This is an optimization exercise on Yosys and OpenROAD, whose aim is small area, a short achievable clock period and few clock cycles per item, not a production implementation. Function was checked by simulation only, so behaviour that the tests miss may differ from the original. No driver is modelled on the clock port, so clocking that relies on it looks cheaper here than on a real chip.

==> flow/design.v (outline; a module is shown in full before it is edited, if it fits) <==
// module scaleg: 931 lines
// module add32: 73 lines
// module bk_add: 40 lines
// module sk_add: 41 lines
// module scale_acc: 82 lines
module scale_acc (
    input  wire        clk,
    input  wire        rst,           
    input  wire        in_valid,
    output wire        in_ready,
    input  wire        in_first,      
    input  wire        in_last,       
    input  wire [31:0] in_bias,
    input  wire [47:0] in_s,
    input  wire [15:0] in_x,
    input  wire [15:0] in_sm,
    input  wire [15:0] in_sx,
    output reg         res_valid,
    output wire [31:0] res_word,
    output wire        res_code_special,
    output wire [7:0]  res_scale_sat,
    output wire [7:0]  res_acc_sat,
    output wire [7:0]  res_flush_zero
);
  // ...
==> flow/flow/run.sh <==
#!/bin/bash
# Layout flow: the standard flow (standard.sh) with these changes.
#  1. After the standard synthesis, polar_fix.py lets full adders absorb the
#     inverters around them (a full adder fed complemented inputs gives
#     complemented outputs); a half adder fed two complemented signals becomes
#     xor2 + nor2. Registers and their names are untouched.
#  2. Ports are buffered with sky130_fd_sc_hd__buf_2 (every port still gets
#     its own buffer).
#  3. After CTS, the flip-flops that drive output ports are upsized
#     (flow/upsize_out.tcl).
# Each tool's output goes to a log file of its own in the work folder.
set -euo pipefail
R=orfs/results/${FLOW_PLATFORM:-sky130hd}/scale_acc/base

bash standard.sh synth > synth.log 2>&1
cp $R/1_2_yosys.v 1_2_yosys.standard.v
python3 flow/polar_fix.py 1_2_yosys.standard.v $R/1_2_yosys.polar.v > polar_fix.log 2>&1
mv $R/1_2_yosys.polar.v $R/1_2_yosys.v
rm -f $R/1_synth.odb $R/1_synth.sdc
bash standard.sh synth > synth_odb.log 2>&1

export BUFFER_PORTS_ARGS="-buffer_cell sky130_fd_sc_hd__buf_2"
export POST_CTS_TCL="$(pwd)/flow/upsize_out.tcl"
bash standard.sh finish > layout.log 2>&1
==> flow/flow/polar_fix.py <==
#!/usr/bin/env python3
"""Rewrite a flat yosys gate netlist (sky130hd) so that full adders absorb inverters.

A full adder is self-dual: FA(~a, ~b, ~c) = (~cout, ~sum). Each fa cell may therefore
be "flipped": it is fed the complements of its inputs and its outputs then carry the
complements of their logical values. A half adder fed two complemented signals is
replaced by xor2 + nor2 of the signals themselves ((~x) ^ (~y) = x ^ y and
(~x) & (~y) = ~(x | y)). A greedy search picks the flips that need the fewest
inverters; the netlist is then rebuilt with one inverter per net that some load needs
complemented. Inverters that drive a module port are kept as they are.

usage: polar_fix.py IN.v OUT.v
"""
import re
import sys
from collections import defaultdict

src = open(sys.argv[1]).read()
inst_re = re.compile(r'^  (sky130_fd_sc_hd__\w+)\s+(\S+)\s*\((.*?)\n  \);\n', re.S | re.M)
pin_re = re.compile(r'\.(\w+)\(([^()]*)\)')

OUTP = {'X', 'Y', 'Q', 'Q_N', 'SUM', 'COUT', 'HI', 'LO'}
cells = []                      # [type, name, [(pin, net)]]
spans = []
for m in inst_re.finditer(src):
    typ, name, body = m.groups()
    pins = [(p, n.strip()) for p, n in pin_re.findall(body)]
    cells.append([typ, name, pins])
    spans.append((m.start(), m.end()))
if not cells:
    sys.exit('no cells found')
head = src[:spans[0][0]]
tail = src[spans[-1][1]:]
between = ''.join(src[spans[i][1]:spans[i + 1][0]] for i in range(len(spans) - 1))
if between.strip():
    sys.exit('unexpected text between cells')

# ports
ports = set()
for m in re.finditer(r'^\s*(input|output)\s+(\[(\d+):(\d+)\]\s+)?(\w+);', head, re.M):
    d, _, hi, lo, nm = m.groups()
    if hi is None:
        ports.add(nm)
    else:
        for b in range(min(int(hi), int(lo)), max(int(hi), int(lo)) + 1):
            ports.add(f'{nm}[{b}]')

isinv = lambda t: t.startswith('sky130_fd_sc_hd__inv_') or t.startswith('sky130_fd_sc_hd__clkinv_')
isfa = lambda t: t.startswith('sky130_fd_sc_hd__fa_')

drv = {}
for i, (t, n, pins) in enumerate(cells):
    for p, net in pins:
        if p in OUTP:
            drv[net] = (i, p)

def removable_inv(i):
    t, n, pins = cells[i]
    return isinv(t) and dict(pins)['Y'] not in ports

def root(net):
    par = 0
    while net in drv and removable_inv(drv[net][0]):
        net = dict(cells[drv[net][0]][2])['A']
        par ^= 1
    return net, par

loads = defaultdict(list)       # root -> [(cell, pin index, parity)]
for i, (t, n, pins) in enumerate(cells):
    if removable_inv(i):
        continue
    for k, (p, net) in enumerate(pins):
        if p in OUTP:
            continue
        r, par = root(net)
        loads[r].append((i, k, par))

# an FA whose output is a port net keeps its polarity
fixed = set()
for i, (t, n, pins) in enumerate(cells):
    if isfa(t) and any(p in OUTP and net in ports for p, net in pins):
        fixed.add(i)

flag = defaultdict(int)
def fdrv(r):
    if r in drv and isfa(cells[drv[r][0]][0]):
        return flag[drv[r][0]]
    return 0

isha = lambda t: t.startswith('sky130_fd_sc_hd__ha_')
ha_in = {}
for i, (t, n, pins) in enumerate(cells):
    if isha(t):
        ha_in[i] = [k for k, (p, _) in enumerate(pins) if p in ('A', 'B')]

def raw_need(i, k):
    r, par = root(cells[i][2][k][1])
    return par ^ fdrv(r) ^ (flag[i] if isfa(cells[i][0]) else 0)

def netcost(r):
    fd = fdrv(r)
    for (i, k, par) in loads[r]:
        if par ^ fd ^ (flag[i] if isfa(cells[i][0]) else 0):
            if i in ha_in and all(raw_need(i, kk) for kk in ha_in[i]):
                continue            # this half adder will be split instead
            return 1
    return 0

touch = defaultdict(set)
for r, ls in loads.items():
    for (i, k, par) in ls:
        touch[i].add(r)
    if r in drv:
        touch[drv[r][0]].add(r)
for i in list(touch):
    if not isfa(cells[i][0]):
        continue
    extra = set()
    for r in touch[i]:
        for (j, k, par) in loads[r]:
            if j in ha_in:
                for kk in ha_in[j]:
                    extra.add(root(cells[j][2][kk][1])[0])
    touch[i] |= extra

fa = [i for i, c in enumerate(cells) if isfa(c[0]) and i not in fixed]
ninv0 = sum(1 for c in cells if isinv(c[0]))
for it in range(20):
    changed = 0
    for i in fa:
        before = sum(netcost(r) for r in touch[i])
        flag[i] ^= 1
        after = sum(netcost(r) for r in touch[i])
        if after < before:
            changed += 1
        else:
            flag[i] ^= 1
    if not changed:
        break

# a half adder fed two complemented signals becomes xor2 + nor2 of the signals
# themselves: (~x) ^ (~y) = x ^ y and (~x) & (~y) = ~(x | y)
def need_of(i, k):
    t, n, pins = cells[i]
    r, par = root(pins[k][1])
    return par ^ fdrv(r) ^ (flag[i] if isfa(t) else 0)
nconv = 0
for i, (t, n, pins) in enumerate(cells):
    if not isha(t):
        continue
    d = dict(pins)
    ka = [k for k, (p, _) in enumerate(pins) if p == 'A'][0]
    kb = [k for k, (p, _) in enumerate(pins) if p == 'B'][0]
    if need_of(i, ka) and need_of(i, kb):
        ra, rb = root(d['A'])[0], root(d['B'])[0]
        # the new cells are fed the roots directly (no inversion needed)
        cells[i] = ['@HA2', n, [('A', ra), ('B', rb), ('COUT', d['COUT']), ('SUM', d['SUM'])]]
        nconv += 1

# rebuild
new_cells = []
inv_of = {}
new_wires = []
def inverted(r):
    if r not in inv_of:
        nm = f'_polinv_{len(inv_of)}_'
        inv_of[r] = nm
        new_wires.append(nm)
        new_cells.append(['sky130_fd_sc_hd__inv_2', f'_polinvc_{len(inv_of)}_', [('A', r), ('Y', nm)]])
    return inv_of[r]

out_cells = []
for i, (t, n, pins) in enumerate(cells):
    if t == '@HA2':
        d = dict(pins)
        out_cells.append(['sky130_fd_sc_hd__xor2_1', f'_polhax_{i}_', [('A', d['A']), ('B', d['B']), ('X', d['SUM'])]])
        out_cells.append(['sky130_fd_sc_hd__nor2_1', f'_polhan_{i}_', [('A', d['A']), ('B', d['B']), ('Y', d['COUT'])]])
        continue
    if removable_inv(i):
        continue
    newpins = []
    for k, (p, net) in enumerate(pins):
        if p in OUTP:
            newpins.append((p, net))
            continue
        r, par = root(net)
        need = par ^ fdrv(r) ^ (flag[i] if isfa(t) else 0)
        newpins.append((p, inverted(r) if need else r))
    out_cells.append([t, n, newpins])
out_cells += new_cells

used = set()
for t, n, pins in out_cells:
    for p, net in pins:
        used.add(re.sub(r'\[\d+\]$', '', net))

# drop declarations of scalar wires no longer used
def keep_decl(line):
    m = re.match(r'^\s*wire\s+(_\w+_);\s*$', line)
    return not (m and m.group(1) not in used)
head_lines = [l for l in head.split('\n') if keep_decl(l)]
head = '\n'.join(head_lines)
head += ''.join(f'  wire {w};\n' for w in new_wires)

def fmt(c):
    t, n, pins = c
    body = ',\n'.join(f'    .{p}({net}{" " if net.startswith(chr(92)) else ""})' for p, net in pins)
    return f'  {t} {n} (\n{body}\n  );\n'

open(sys.argv[2], 'w').write(head + ''.join(fmt(c) for c in out_cells) + tail)
ninv1 = sum(1 for c in out_cells if isinv(c[0]))
print(f'polar_fix: {sum(flag.values())} full adders flipped, {nconv} half adders split; inverters {ninv0} -> {ninv1}')
==> flow/flow/upsize_out.tcl <==
# Hook run after CTS (POST_CTS_TCL): the flip-flops whose outputs feed an
# output port's buffer get the strongest drive of their cell type, then the
# placement is legalised again.
set block [ord::get_db_block]
set n 0
foreach bterm [$block getBTerms] {
  if {[$bterm getIoType] ne "OUTPUT"} { continue }
  set net [$bterm getNet]
  if {$net eq "NULL"} { continue }
  foreach it [$net getITerms] {
    if {![$it isOutputSignal]} { continue }
    foreach bi [[$it getInst] getITerms] {
      if {![$bi isInputSignal]} { continue }
      set n2 [$bi getNet]
      if {$n2 eq "NULL"} { continue }
      foreach d [$n2 getITerms] {
        if {![$d isOutputSignal]} { continue }
        set ff [$d getInst]
        if {[regexp {^sky130_fd_sc_hd__dfxtp_[12]$} [[$ff getMaster] getName]]} {
          replace_cell [$ff getName] sky130_fd_sc_hd__dfxtp_4
          incr n
        }
      }
    }
  }
}
puts "upsize_out: $n flip-flops driving output ports upsized"
detailed_placement
check_placement -verbose
estimate_parasitics -placement
==> flow/standard.sh <==
#!/bin/bash
# synth_recipe.tcl (not shown) runs the flow's synth.tcl, then flattens the netlist and writes it again
# the make line also repeats each setting of config.mk as NAME=value (left out here)
make -C /OpenROAD-flow-scripts/flow DESIGN_CONFIG=/design/flow/config.mk WORK_HOME=/design/flow/orfs CLKGATE_MAP_FILE= SYNTH_SCRIPT=/design/flow/synth_recipe.tcl "${@:-finish}"
==> flow/config.mk <==
export PLATFORM = sky130hd
export DESIGN_NAME = scale_acc
export DESIGN_NICKNAME = scale_acc
export VERILOG_FILES = /design/flow/design.v
export SDC_FILE = /design/flow/constraint.sdc
export NUM_CORES = 4
export LEC_CHECK = 0
export ABC_AREA = 1
export CAP_MARGIN = 50
export CORE_MARGIN = 2
export CORE_UTILIZATION = 65
export PLACE_DENSITY = 0.75
export SLEW_MARGIN = 50
==> flow/constraint.sdc <==
create_clock -name core_clock -period 55.0 [get_ports {clk}]
set_input_delay 11.0000 -clock core_clock [delete_from_list [all_inputs] [get_ports {clk}]]
set_output_delay 11.0000 -clock core_clock [all_outputs]
set_load 0.01 [all_outputs]
==> flow_metrics.tcl, run 1 <==
set metrics [dict create \
    clock_latency_ns 0.63 \
    reg2reg_depth 59 \
    worstPathMaxFanout 3 \
    timing.hold.worst_endpoint "code_special$_DFFE_PP_" \
    core_area_mm2 0.06194 \
    antenna_cells 9 \
    fp.dieH_um 254.5 \
    syn_inst 5802 \
    min_period_ns 12.15 \
    seq_share_pct 12.42 \
    grt.busiest_layer "met2" \
    clk_pin_slew_ns 0.06 \
    row_count 91 \
    areaGrowthSynthToFinish_pct 6.562 \
    die_x_um 254.5 \
    grt_pass1_wl_um 220000 \
    synth_nets 6542 \
    largest_reg_flops 48 \
    status "complete, no violations" \
    fin_ws_ns 42.85 \
    crit_family "flip-flops" \
    met1_usage_pct 58.30 \
    final_common_cell "nand2_1" \
    final-clk-cell-share_pct 2.118 \
    cts_tree "yes" \
    fin_nets 6520 \
    crit_cells 1 \
]
Testbench counts, summed over its fixed seeds: cycles 26,970, groups 26,946.
==> module scale_acc, before the edit <==
module scale_acc (
    input  wire        clk,
    input  wire        rst,           
    input  wire        in_valid,
    output wire        in_ready,
    input  wire        in_first,      
    input  wire        in_last,       
    input  wire [31:0] in_bias,
    input  wire [47:0] in_s,
    input  wire [15:0] in_x,
    input  wire [15:0] in_sm,
    input  wire [15:0] in_sx,
    output reg         res_valid,
    output wire [31:0] res_word,
    output wire        res_code_special,
    output wire [7:0]  res_scale_sat,
    output wire [7:0]  res_acc_sat,
    output wire [7:0]  res_flush_zero
);
    assign in_ready = 1'b1;
    reg        v0, f0, l0;
    reg [31:0] b0;
    reg [47:0] s0;
    reg [15:0] x0, sm0, sx0;
    always @(posedge clk) begin
        v0  <= ~rst & in_valid;
        f0  <= in_first;
        l0  <= in_last;
        b0  <= in_bias;
        s0  <= in_s;
        x0  <= in_x;
        sm0 <= in_sm;
        sx0 <= in_sx;
    end
    wire [31:0] g_word;
    wire        g_sat, g_flush;
    scaleg u_scale (
        .s(s0), .x(x0), .sm(sm0), .sx(sx0),
        .word(g_word), .sat(g_sat), .flush(g_flush)
    );
    wire        b_special = (b0[30:23] == 8'hFF);
    wire [31:0] b_norm    = b_special ? {b0[31], 31'h7F7F_FFFF} :
                            (b0[30:23] == 8'h00) ? 32'd0 : b0;
    reg        f1, l1, gs1, gf1, bs1;
    reg [31:0] g1;
    always @(posedge clk) begin
        f1  <= v0 & f0;
        l1  <= ~rst & v0 & l0;
        g1  <= v0 ? g_word : 32'd0;
        gs1 <= v0 & g_sat;
        gf1 <= v0 & g_flush;
        bs1 <= b_special;
    end
    reg [31:0] acc, res_q;
    reg        code_special;
    reg [7:0]  ss_cnt, as_cnt, fz_cnt;
    wire [31:0] sum_word;
    wire        sum_sat, sum_flush;
    add32 u_add (
        .a(acc), .b(g1),
        .word(sum_word), .sat(sum_sat), .flush(sum_flush)
    );
    wire [7:0] ss_base = f1 ? 8'd0 : ss_cnt;
    wire [7:0] as_base = f1 ? 8'd0 : as_cnt;
    wire [7:0] fz_base = (f1 ? 8'd0 : fz_cnt) + {7'd0, gf1};
    wire [7:0] as_inc  = as_base + 8'd1;
    wire [7:0] fz_inc  = fz_base + 8'd1;
    always @(posedge clk) begin
        res_valid    <= ~rst & l1;
        acc          <= (v0 & f0) ? b_norm : sum_word;
        res_q        <= sum_word;
        code_special <= f1 ? bs1 : code_special;
        ss_cnt       <= ss_base + {7'd0, gs1};
        as_cnt       <= sum_sat ? as_inc : as_base;
        fz_cnt       <= sum_flush ? fz_inc : fz_base;
    end
    assign res_word         = res_q;
    assign res_code_special = code_special;
    assign res_scale_sat    = ss_cnt;
    assign res_acc_sat      = as_cnt;
    assign res_flush_zero   = fz_cnt;
endmodule
==> inputs of run 2 (changes only) <==
--- a/flow/design.v
+++ b/flow/design.v
@@ -1,13 +1,12 @@
 module scaleg (
     input  wire [47:0] s,
-    input  wire [15:0] x,
+    input  wire [17:0] xs,        
     input  wire [15:0] sm,
-    input  wire [15:0] sx,
     output wire [31:0] word,
     output wire        sat,
     output wire        flush
 );
     function [6:0] lzc64;
         input [63:0] v;
         reg [31:0] v1; reg [31:0] c1;
         reg [15:0] v2; reg [31:0] c2;
@@ -905,18 +904,17 @@
     wire [6:0]  tzs = lzc64(rev64({16'hFFFF, s}));
     wire [6:0]  tzm = lzc64(rev64({48'hFFFF_FFFF_FFFF, sm}));
     wire [8:0]  tk  = {2'd0, tzs} + {2'd0, tzm} + {2'd0, k};
     wire        stick = j0 ? (tk < 9'd39) : j1 ? (tk < 9'd38) : (tk < 9'd37);
     wire [23:0] q     = nw[24:1];
     wire        rbit  = nw[0];
     wire        up    = rbit & (stick | q[0]);
     wire        carry = up & (&q[22:0]);
-    wire signed [17:0] e0 = $signed({{2{x[15]}}, x}) + $signed({{2{sx[15]}}, sx}) + 18'sd166
-                            - $signed({11'd0, k});
+    wire signed [17:0] e0 = $signed(xs) - $signed({11'd0, k});
     wire        gt0 = (e0 > 18'sd254), eq0 = (e0 == 18'sd254), lt0 = (e0 < 18'sd0), z0 = (e0 == 18'sd0);
     wire        gt1 = (e0 > 18'sd255), eq1 = (e0 == 18'sd255), lt1 = (e0 < 18'sd1), z1 = (e0 == 18'sd1);
     wire        gt2 = (e0 > 18'sd256), eq2 = (e0 == 18'sd256), lt2 = (e0 < 18'sd2), z2 = (e0 == 18'sd2);
     wire        e_gt = j0 ? gt0 : j1 ? gt1 : gt2;
     wire        e_eq = j0 ? eq0 : j1 ? eq1 : eq2;
     wire        e_lt = j0 ? lt0 : j1 ? lt1 : lt2;
     wire        e_z  = j0 ? z0  : j1 ? z1  : z2;
     wire [7:0]  ef   = e0[7:0] - (j0 ? 8'd0 : j1 ? 8'd1 : 8'd2);
@@ -1101,31 +1099,31 @@
     output wire [7:0]  res_scale_sat,
     output wire [7:0]  res_acc_sat,
     output wire [7:0]  res_flush_zero
 );
     assign in_ready = 1'b1;
     reg        v0, f0, l0;
     reg [31:0] b0;
     reg [47:0] s0;
-    reg [15:0] x0, sm0, sx0;
+    reg [15:0] sm0;
+    reg [17:0] xs0;               
     always @(posedge clk) begin
         v0  <= ~rst & in_valid;
         f0  <= in_first;
         l0  <= in_last;
         b0  <= in_bias;
         s0  <= in_s;
-        x0  <= in_x;
+        xs0 <= {{2{in_x[15]}}, in_x} + {{2{in_sx[15]}}, in_sx} + 18'd166;
         sm0 <= in_sm;
-        sx0 <= in_sx;
     end
     wire [31:0] g_word;
     wire        g_sat, g_flush;
     scaleg u_scale (
-        .s(s0), .x(x0), .sm(sm0), .sx(sx0),
+        .s(s0), .xs(xs0), .sm(sm0),
         .word(g_word), .sat(g_sat), .flush(g_flush)
     );
     wire        b_special = (b0[30:23] == 8'hFF);
     wire [31:0] b_norm    = b_special ? {b0[31], 31'h7F7F_FFFF} :
                             (b0[30:23] == 8'h00) ? 32'd0 : b0;
     reg        f1, l1, gs1, gf1, bs1;
     reg [31:0] g1;
     always @(posedge clk) begin
==> flow/config.mk (replaced) <==
export PLATFORM = sky130hd
export DESIGN_NAME = scale_acc
export DESIGN_NICKNAME = scale_acc
export VERILOG_FILES = /design/flow/design.v
export SDC_FILE = /design/flow/constraint.sdc
export NUM_CORES = 4
export LEC_CHECK = 0
export ABC_AREA = 1
export CAP_MARGIN = 60
export CORE_MARGIN = 2
export CORE_UTILIZATION = 65
export PLACE_DENSITY = 0.75
export SLEW_MARGIN = 60
==> run 2 against run 1 <==
Hold slack lost 0.013 ns. Critical path depth grew 19. First-iteration DRC count grew 6.1%. Die area shrank 1.3%. Fmax shrank 10%. Still clean. Sequential share of layout area shrank 0.60 points. Cell count shrank 1.0%. Routed wire length shrank 3.4%. Critical endpoint is now xs0[16]$_DFF_P_. Synthesized area shrank 1.3%. Highest routed layer is now met4.
==> flow_metrics.tcl, run 2 <==
set metrics [dict create \
    status "complete, no violations" \
    areaGrowthSynthToFinish_pct 7.471 \
    clk_pin_slew_ns 0.06 \
    placedCellCount 6529 \
    grt_overflow 0 \
    io_pins 192 \
    die_x_um 252.9 \
    row_count 91 \
    crit_family "compound AO/OA/AOI/OAI gates" \
    dr.pass1.iters 7 \
    timing.rr.end "acc[9]$_DFF_P_" \
    finalInstanceArea_mm2 0.04329 \
    worstPathMaxFanout 4 \
    drt-initial-drc-count 5693 \
    path_cells "buf_2 > ha_1 > ha_1 > a21oi_1 > nand2_1 > a21oi_1 > o21ai_0 > a21oi_1 > o21bai_1 > a21oi_1 > inv_2 > a21oi_1 > o21ai_0 > a21oi_1 > inv_2 > a21oi_1 > inv_2 > a21oi_1 > o21ai_0 > xor2_1" \
    final_cells 6581 \
    final_common_cell "nand2_1" \
    syn_area_mm2 0.04028 \
    worstMarginPinSlew_ns 0.6735 \
    skew_ns 0.04942 \
    layout-drive-gt1-share_pct 21.62 \
    min_period_ns 13.51 \
    hold_violations 0 \
    whs_path_depth 2 \
    critical_path_class "in2reg" \
    critPathBufInv 4 \
    setup_viol 0 \
    maxSlewViolCount 0 \
    die_area_mm2 0.06397 \
    clock_latency_ns 0.61 \
    antenna_cells 0 \
    synth_nets 6508 \
    fmax_mhz 74.04 \
    post-route-period-util_pct 24.56 \
    postRouteAntennaNets 0 \
    slowest_stage "ha_1" \
    portBuffers 190 \
    r2r-start "g1[23]$_SDFF_PP0_" \
    grt_pass1_vias 38905 \
    vias_per_cell 6.287 \
    final_cell_mix "nand2_1 (1090), inv_2 (689), nand3_1 (601)" \
    rsz0062_at_grt "false" \
    syn_inst 5772 \
    worstHoldStart "l1$_DFF_P_" \
    grt_pass1_wl_um 214600 \
    antenna_found_initial 1 \
    dpl_cell_area_mm2 0.04193 \
    cpPeakStageDelay_ns 0.36 \
    cts_tree "yes" \
    dp_hpwl_um 104000 \
    largest_reg_flops 48 \
    slew_headroom_pct 54.63 \
    track_usage_pct 42.91 \
    initial_utilization_pct 65.51 \
    cap_violations 0 \
    cp-start-kind "input pin" \
    hold-worst-slack_ns 0.3968 \
    core_area_mm2 0.06148 \
    regMostFlops "s0" \
    wirelength_um 138600 \
    crit_arrival_ns 13.98 \
    hp-class "reg2reg" \
    reg2reg_depth 56 \
    cpMostUsedCell "a21oi_1" \
    fill_cells 5349 \
    crit_path_end_kind "flop" \
    syn_area_per_cell_um2 6.978 \
    timing.hold.worst_endpoint "res_valid$_DFF_P_" \
    fin_nets 6507 \
    gp_congestion 1.022 \
    post_drt_wl_per_cell_um 21.06 \
    fp.dieH_um 252.9 \
    critPathRequiredTime_ns 55.48 \
    ys_warn_count 6 \
    cts_sinks 244 \
    r2r_setup_slack_ns 42.83 \
    remaining_drc_errors 0 \
    tns_ns 0 \
    vias 41372 \
    grt_max_degree 76 \
]
run 2: cell type report:
class / instances / area (um^2) / share of cell area, %
clock buffer: 35 / 788.3 / 1.821
clock inverter: 15 / 241.5 / 0.5579
inverter: 696 / 2625 / 6.064
multi-input combinational: 4522 / 31790 / 73.45
sequential: 244 / 5119 / 11.83
tap: 790 / 988.4 / 2.284
timing repair buffer: 279 / 1732 / 4.001
run 2: how the worst max path moves through the flow:
stage,start,to,slack [ns],depth (start not counted)
after floorplan,in_x[3],xs0[16]$_DFF_P_,41.33,19
after global placement,in_x[3],xs0[16]$_DFF_P_,40.95,20
after detailed placement,in_x[1],xs0[17]$_DFF_P_,40.92,23
after global routing,in_x[3],xs0[16]$_DFF_P_,41.19,20
final,in_x[3],xs0[16]$_DFF_P_,41.49,20
run 2: worst register-to-register path: cells and delay by family, from the launching register on:
kind | cells | cell delay [ns]
AND/OR/NAND/NOR | 31 | 5.47
buffers and inverters | 12 | 2.23
AO/OA/AOI/OAI | 6 | 1.75
adder cells (fa/ha/maj) | 5 | 1.41
XOR/XNOR | 2 | 0.71
flip-flops | 1 | 0.45
run 2: through the flow:
| stage | worst slack [ns] | util (%) |
|---|---|---|
| after floorplan | 41.33 | - |
| final | 41.49 | 70.40 |
| after detailed placement | 40.92 | 68.19 |
| after global placement | 40.95 | 67.56 |
| after global routing | 41.19 | 70.40 |
run 2: metal layers:
metal	routed length (um)	global-route usage [%]	share of wire (%)
met5	0	0	0
met4	5985	15.59	4.3
met3	21510	16.09	16
met2	55670	61.06	40
met1	55400	59.13	40
Testbench counts of run 2, summed over its fixed seeds: cycles 26,970, groups 26,946.

==> static timing again, ports no longer ideal <==
No port has a modelled driver above. Below, the same layouts with a new extraction and two added sets of constraints. Step 1 assumes that a clkbuf_16 drives the clock port and a buf_2 every other input. Step 2, shift: input delay + t, output delay - t, t = (earliest + latest rising clock arrival at the registers) / 2. This alone moves slack from input paths to output paths. Slacks: ideal / step 1 / step 2; pairs: ideal / step 1.
run | shift t [ns] | setup slack, ns | worst slew at a driven data input, ns | pins driven straight from the clock port
run 1 | 0.666 | 42.854 / 42.788 / 43.097 | 0.08 | 1
run 2 | 0.657 | 41.494 / 41.545 / 40.888 | 0.05 | 1
After both steps setup and hold are still met in every run listed. For run 2, which loses most, drivers alone change the setup slack by +0.051 ns; drivers and shift together by -0.606 ns.
